What follows belongs to an exercise in optimizing a design on an open flow for small area; a production flow would make more cautious choices. Where RTL was checked, it was by simulation tests only, not by an equivalence proof against the original.

run A:
==> flow/design.v (excerpt) <==
module dec_chain (
    input  wire        clk,
    input  wire        rst,
    input  wire        in_valid,
    input  wire        in_first,       
    input  wire        in_clear,       
    input  wire [31:0] in_data,
    input  wire [31:0] cfg_st01,       
    input  wire [31:0] cfg_st23,       
    input  wire [95:0] cfg_gcorr,      
    input  wire        cfg_hold_zero,
    output reg         out_valid,
    output wire [31:0] out_data,
    output wire        out_settled,
    output wire        out_sat
);
Size: ~2,400 flip-flops, about 76,000 um^2 of cells after synthesis.
make LEC_CHECK=0 CAP_MARGIN=20 CORE_MARGIN=2 CORE_UTILIZATION=60 CTS_CLUSTER_DIAMETER=60 CTS_CLUSTER_SIZE=25 SLEW_MARGIN=20 finish   # period 20.0 ns
run.sh (not shown) runs the stock make flow with config.mk's settings and CLKGATE_MAP_FILE= SYNTH_SCRIPT=/design/flow/synth_recipe.tcl, a recipe that flattens the netlist after the stock synthesis.
The inputs of run B differ from those of run A as listed below.
# run A
export LEC_CHECK = 0
export CAP_MARGIN = 20
export CORE_MARGIN = 2
export CORE_UTILIZATION = 60
export CTS_CLUSTER_DIAMETER = 60
export CTS_CLUSTER_SIZE = 25
export SLEW_MARGIN = 20
create_clock -name core_clock -period 20.0 [get_ports {clk}]
# run B
export LEC_CHECK = 0
export CAP_MARGIN = 20
export CORE_MARGIN = 2
export CORE_UTILIZATION = 60
export CTS_CLUSTER_DIAMETER = 70
export CTS_CLUSTER_SIZE = 30
export SLEW_MARGIN = 20
create_clock -name core_clock -period 20.0 [get_ports {clk}]
==> flow/flow/run.sh (new file) <==
#!/bin/bash
# Standard layout, with smaller port buffers and no dummy loads in the clock tree.
set -euo pipefail
cd "$(dirname "$0")/.."
bash standard.sh \
  "CTS_ARGS=-sink_clustering_enable -repair_clock_nets -dont_use_dummy_load -sink_clustering_size 30 -sink_clustering_max_diameter 70" \
  "BUFFER_PORTS_ARGS=-buffer_cell sky130_fd_sc_hd__buf_1" \
  finish > flow.log 2>&1
==> flow/standard.sh (new file) <==
#!/bin/bash
# synth_recipe.tcl (not shown) runs the flow's synth.tcl, then flattens the netlist and writes it again
# the make line also repeats each setting of config.mk as NAME=value (left out here)
make -C /OpenROAD-flow-scripts/flow DESIGN_CONFIG=/design/flow/config.mk WORK_HOME=/design/flow/orfs CLKGATE_MAP_FILE= SYNTH_SCRIPT=/design/flow/synth_recipe.tcl "${@:-finish}"
removed: flow/run.sh
Findings:
- Run B has more setup slack than run A.
- Run A reports its origin of the worst setup path as in_data[11] while run B reports in_data[14].
- On run B: number of global-route vias before repair is about 1.4% lower than what run A gave.
- In run B, the maximum cell stage delay along the critical path came out 60 ps above the value in run A.
#### Input delta (run C over run B)
# run B
export LEC_CHECK = 0
export CAP_MARGIN = 20
export CORE_MARGIN = 2
export CORE_UTILIZATION = 60
export CTS_CLUSTER_DIAMETER = 70
export CTS_CLUSTER_SIZE = 30
export SLEW_MARGIN = 20
create_clock -name core_clock -period 20.0 [get_ports {clk}]
# run C
export LEC_CHECK = 0
export CAP_MARGIN = 20
export CORE_MARGIN = 2
export CORE_UTILIZATION = 70
export CTS_CLUSTER_DIAMETER = 60
export CTS_CLUSTER_SIZE = 25
export SLEW_MARGIN = 20
create_clock -name core_clock -period 20.0 [get_ports {clk}]
==> flow/flow/run.sh <==
#!/bin/bash
# Standard layout, with smaller port buffers and no dummy loads in the clock tree.
set -euo pipefail
cd "$(dirname "$0")/.."
bash standard.sh \
  "CTS_ARGS=-sink_clustering_enable -repair_clock_nets -dont_use_dummy_load -sink_clustering_size 25 -sink_clustering_max_diameter 60" \
  "BUFFER_PORTS_ARGS=-buffer_cell sky130_fd_sc_hd__buf_1" \
  finish > flow.log 2>&1
==> comparison <==
- The maximum clock frequency of run C is higher than that of run B.
- From run C to run B, number of flip-flops and latches did not move at all.
- Comparing run C and run B, the higher non-clock buffer count was measured on run B.
- First-pass GRT wire length (run C vs. run B) increases by a few percent
- Run C has post-layout worst setup margin above what run B had.
- The global-route usage in run C sits 5.9 points above the value recorded for run B.
- Compared to run B, run C has data arrival time of the worst path 450 ps lower.
[inputs] run D vs run C
# run C
export LEC_CHECK = 0
export CAP_MARGIN = 20
export CORE_MARGIN = 2
export CORE_UTILIZATION = 70
export CTS_CLUSTER_DIAMETER = 60
export CTS_CLUSTER_SIZE = 25
export SLEW_MARGIN = 20
create_clock -name core_clock -period 20.0 [get_ports {clk}]
# run D
export LEC_CHECK = 0
export CAP_MARGIN = 20
export CORE_MARGIN = 2
export CORE_UTILIZATION = 60
export CTS_CLUSTER_DIAMETER = 60
export CTS_CLUSTER_SIZE = 25
export SLEW_MARGIN = 20
create_clock -name core_clock -period 20.0 [get_ports {clk}]
==> summary.txt <==
Note that the total of clock buffers placed in the layout recorded for run D amounts to 1.05 times the value seen in run C.
Run comparison: run D capturing instance or port of the critical path out_data[30]; run C capturing instance or port of the critical path out_data[21]
Per the comparison of run D with run C, final critical delay including setup and external delays moved up; clock network area share went up by 0.19 points; sequential share of layout area decreased by 0.41 points relative to the old numbers.
Global-route usage: run D and run C compared, higher one is run C

========
The RTL this note starts from:
==> flow/design.v <==
module dec_stage (
    input  wire        clk,
    input  wire        clr,       
    input  wire [3:0]  m,         
    input  wire [3:0]  ph,        
    input  wire        take,      
    input  wire [31:0] x_in,      
    input  wire [35:0] sum_in,    
    output reg  [35:0] s,         
    output reg         z,         
    output reg  [31:0] x,         
    output reg         ev         
);
    reg [479:0] ring;             
    reg [3:0]   wp;               
    reg         full;             
    reg         pend;             
    wire        upd  = pend && (ph == wp);
    wire [31:0] tap  = ring[479:448];
    wire        last = (wp == m - 4'd1);
    always @(posedge clk)
        ring <= {ring[447:0], upd ? x : tap};
    always @(posedge clk)
        if (take)
            x <= x_in;
        else if (upd)
            x <= full ? tap : 32'd0;
    always @(posedge clk) begin
        if (clr) begin
            z    <= 1'b1;
            wp   <= 4'd0;
            full <= 1'b0;
            pend <= 1'b0;
            ev   <= 1'b0;
        end else if (upd) begin
            wp   <= last ? 4'd0 : wp + 4'd1;
            full <= full | last;
            pend <= 1'b0;
            ev   <= 1'b1;
        end
        if (take) begin
            s    <= sum_in;           
            z    <= (m == 4'd0);
            pend <= (m != 4'd0);
            ev   <= 1'b0;
        end
    end
endmodule
module dec_chain (
    input  wire        clk,
    input  wire        rst,
    input  wire        in_valid,
    input  wire        in_first,       
    input  wire        in_clear,       
    input  wire [31:0] in_data,
    input  wire [31:0] cfg_st01,       
    input  wire [31:0] cfg_st23,       
    input  wire [95:0] cfg_gcorr,      
    input  wire        cfg_hold_zero,
    output reg         out_valid,
    output wire [31:0] out_data,
    output wire        out_settled,
    output wire        out_sat
);
    wire ld = in_valid && in_clear;
    wire [3:0] c_m0 = cfg_st01[3:0]   - 4'd1;
    wire [3:0] c_m1 = cfg_st01[19:16] - 4'd1;
    wire [3:0] c_m2 = cfg_st23[3:0]   - 4'd1;
    wire [3:0] c_m3 = cfg_st23[19:16] - 4'd1;
    wire [3:0] c_lq0 = {1'b0, cfg_st01[14:12]};
    wire [3:0] c_lq1 = c_lq0 + {1'b0, cfg_st01[30:28]};
    wire [3:0] c_lq2 = c_lq1 + {1'b0, cfg_st23[14:12]};
    wire [3:0] c_lq3 = c_lq2 + {1'b0, cfg_st23[30:28]};
    reg [3:0]  m0, m1, m2, m3;           
    reg [3:0]  lq0, lq1, lq2, lq3;       
    reg [23:0] g0, g1, g2, g3;           
    reg        hold_zero;
    always @(posedge clk) begin
        if (rst) begin
            m0 <= 4'd0; m1 <= 4'd0; m2 <= 4'd0; m3 <= 4'd0;
            lq0 <= 4'd0; lq1 <= 4'd0; lq2 <= 4'd0; lq3 <= 4'd0;
            hold_zero <= 1'b0;
        end else if (ld) begin
            m0 <= c_m0; m1 <= c_m1; m2 <= c_m2; m3 <= c_m3;
            lq0 <= c_lq0; lq1 <= c_lq1; lq2 <= c_lq2; lq3 <= c_lq3;
            hold_zero <= cfg_hold_zero;
        end
        if (ld) begin
            g0 <= cfg_gcorr[23:0];
            g1 <= cfg_gcorr[47:24];
            g2 <= cfg_gcorr[71:48];
            g3 <= cfg_gcorr[95:72];
        end
    end
    reg [3:0] k;
    reg       clr_d;        
    always @(posedge clk) begin
        if (rst) begin
            k     <= 4'd0;
            clr_d <= 1'b0;
        end else begin
            if (in_valid || k != 4'd0)
                k <= k + 4'd1;
            if (in_valid)
                clr_d <= in_clear;
        end
    end
    wire       active = (k != 4'd0);       
    wire [1:0] sj   = k[3:2];              
    wire [1:0] sub  = k[1:0];              
    wire       first = (sub == 2'd0);
    reg [7:0]  pos;
    reg [13:0] left;        
    reg [3:0] sp_m, sp_lq;
    always @(*) begin
        case (sub)
            2'd1:    begin sp_m = m1; sp_lq = lq0; end
            2'd2:    begin sp_m = m2; sp_lq = lq1; end
            default: begin sp_m = m3; sp_lq = lq2; end
        endcase
    end
    wire [13:0] sp_add = {10'd0, sp_m} << sp_lq;
    always @(posedge clk) begin
        if (rst) begin
            left <= 14'd0;
        end else if (in_valid) begin
            pos  <= in_first ? 8'd0 : pos + 8'd1;
            left <= in_clear ? {10'd0, c_m0} : (left == 14'd0) ? 14'd0 : left - 14'd1;
        end else if (active && clr_d && sj == 2'd0) begin
            left <= left + sp_add;
        end
    end
    wire settled = (left == 14'd0);
    function keep_at(input [7:0] ps, input [3:0] lq);
        keep_at = &(ps | (8'hFF << lq));
    endfunction
    wire [3:0] m0_e = ld ? c_m0 : m0;     
    reg [3:0]  m_j, lq_p;
    reg [23:0] g_j;
    reg [35:0] s_j;        
    reg        z_j;
    reg [31:0] x_j;
    wire [35:0] s0, s1, s2, s3;
    wire [31:0] x0, x1, x2, x3;
    wire        e0, e1, e2, e3;
    wire        z0, z1, z2, z3;
    always @(*) begin
        case (sj)
            2'd0: begin m_j = m0_e; g_j = g0; s_j = s0; z_j = ld || z0; x_j = (e0 && !ld) ? x0 : 32'd0; lq_p = 4'd0; end
            2'd1: begin m_j = m1; g_j = g1; s_j = s1; z_j = z1; x_j = e1 ? x1 : 32'd0; lq_p = lq0; end
            2'd2: begin m_j = m2; g_j = g2; s_j = s2; z_j = z2; x_j = e2 ? x2 : 32'd0; lq_p = lq1; end
            default: begin m_j = m3; g_j = g3; s_j = s3; z_j = z3; x_j = e3 ? x3 : 32'd0; lq_p = lq2; end
        endcase
    end
    wire kp = keep_at(pos, lq_p);          
    wire k3 = keep_at(pos, lq3);           
    reg  [35:0] acc;        
    reg         st;         
    wire [31:0] xin   = in_valid ? in_data : acc[31:0];
    wire        satin = !in_valid && acc[32];
    wire [35:0] sum    = (z_j ? 36'd0 : s_j) + {{4{xin[31]}}, xin} - {{4{x_j[31]}}, x_j};
    wire [2:0]  c      = m_j[3] ? 3'd4 : m_j[2] ? 3'd3 : m_j[1] ? 3'd2 : m_j[0] ? 3'd1 : 3'd0;
    wire [35:0] mcand  = (first ? sum : s_j) << (3'd4 - c);
    wire        pw2 = ((m_j & (m_j + 4'd1)) == 4'd0);
    reg  [5:0]  gd;
    always @(*) begin
        case (sub)
            2'd0:    gd = ld ? cfg_gcorr[5:0] : g_j[5:0];
            2'd1:    gd = g_j[11:6];
            2'd2:    gd = g_j[17:12];
            default: gd = g_j[23:18];
        endcase
    end
    wire [5:0] dig = pw2 ? ((sub == 2'd3) ? 6'b100000 : 6'd0) : gd;
    wire signed [41:0] y = $signed(mcand) * $signed({1'b0, dig})
                         + $signed(first ? 36'h000_400_0000 : acc);
    wire        tie   = !(st | (|y[8:0]));
    wire [32:0] trunc = y[41:9];
    wire [31:0] r     = {trunc[31:1], trunc[0] & !tie};
    wire        povf  = !trunc[32] & trunc[31];
    wire        novf  = trunc[32] & !trunc[31];
    wire        sat   = povf | novf;
    wire [31:0] xres  = povf ? 32'h7FFF_FFFF : novf ? 32'h8000_0000 : r;
    always @(posedge clk) begin
        if (sub == 2'd3)
            acc <= {3'd0, sat, xres};
        else
            acc <= y[41:6];
        st <= (st & !first) | (|y[5:0]);
    end
    wire clr = rst || ld;
    wire tk0 = in_valid && !rst;
    wire tk1 = active && first && (sj == 2'd1) && kp;
    wire tk2 = active && first && (sj == 2'd2) && kp;
    wire tk3 = active && first && (sj == 2'd3) && kp;
    reg [3:0] ph;
    always @(posedge clk)
        if (rst || ph == 4'd14) ph <= 4'd0;
        else                    ph <= ph + 4'd1;
    dec_stage u_st0 (.clk(clk), .clr(clr), .m(m0_e),.ph(ph), .take(tk0), .x_in(xin), .sum_in(sum), .s(s0), .z(z0), .x(x0), .ev(e0));
    dec_stage u_st1 (.clk(clk), .clr(clr), .m(m1),  .ph(ph), .take(tk1), .x_in(xin), .sum_in(sum), .s(s1), .z(z1), .x(x1), .ev(e1));
    dec_stage u_st2 (.clk(clk), .clr(clr), .m(m2),  .ph(ph), .take(tk2), .x_in(xin), .sum_in(sum), .s(s2), .z(z2), .x(x2), .ev(e2));
    dec_stage u_st3 (.clk(clk), .clr(clr), .m(m3),  .ph(ph), .take(tk3), .x_in(xin), .sum_in(sum), .s(s3), .z(z3), .x(x3), .ev(e3));
    reg sticky;
    always @(posedge clk) begin
        if (clr)
            sticky <= 1'b0;
        else if (active && first && kp && satin)
            sticky <= 1'b1;
        else if (out_valid && sat)
            sticky <= 1'b1;
    end
    always @(posedge clk) begin
        if (rst) out_valid <= 1'b0;
        else     out_valid <= active && (k == 4'd14) && k3;
    end
    assign out_data    = (hold_zero && !settled) ? 32'd0 : xres;
    assign out_settled = settled;
    assign out_sat     = sticky | sat;
endmodule
clock: 20.0 ns
lec_check: 0
cap_margin: 20
core_margin: 2
core_utilization: 40
cts_buf_list: sky130_fd_sc_hd__clkbuf_8
gpl_timing_driven: 0
slew_margin: 20
Stock flow here: none of the scripts above is used.
The starting point went through all stages and came out clean.
Edit:
- GPL_TIMING_DRIVEN: 0 -> unset
Effect: Worst setup slack gains 0.11 ns. Die area does not change. Sequential cell count is unchanged. Final cell count goes down by 1.5%. Synthesized cell count does not change. Sequential share of layout area rises by 0.34 points.
No functional check of the RTL was part of any run of this note.

==> separate check: timing with driven ports <==
The flow's constraints put no driver on any port. The routed layouts listed below were extracted and timed again, unchanged, in two steps. Step 1 (the two cells are an assumption about what drives the block):
set clk [get_ports {clk}]
set_driving_cell -lib_cell sky130_fd_sc_hd__clkbuf_16 $clk
set_driving_cell -lib_cell sky130_fd_sc_hd__buf_2 [delete_from_list [all_inputs] $clk]
Step 2 also shifts input and output timing later by t, the mid clock arrival at the registers, as if the neighbouring blocks saw the same clock. a / b / c = no drivers / after step 1 / after step 2; a / b = the first two.
run | shift t [ns] | setup WS [ns] | worst setup path at the end | cell pins on the clock port's net
run A | 0.837 | 0.576 / 0.555 / 0.555 | input to output | 1
run B | 0.781 | 0.871 / 0.809 / 0.809 | input to output | 1
run C | 0.805 | 1.322 / 1.293 / 1.293 | input to output | 1
run D | 0.815 | 0.785 / 0.765 / 0.765 | input to output | 1
the first run of note 2 | 1.109 | 0.362 / 0.300 / 0.300 | input to output | 1
the second run of note 2 | 1.078 | 0.470 / 0.447 / 0.447 | input to output | 1
After both steps every run listed still meets setup and hold.
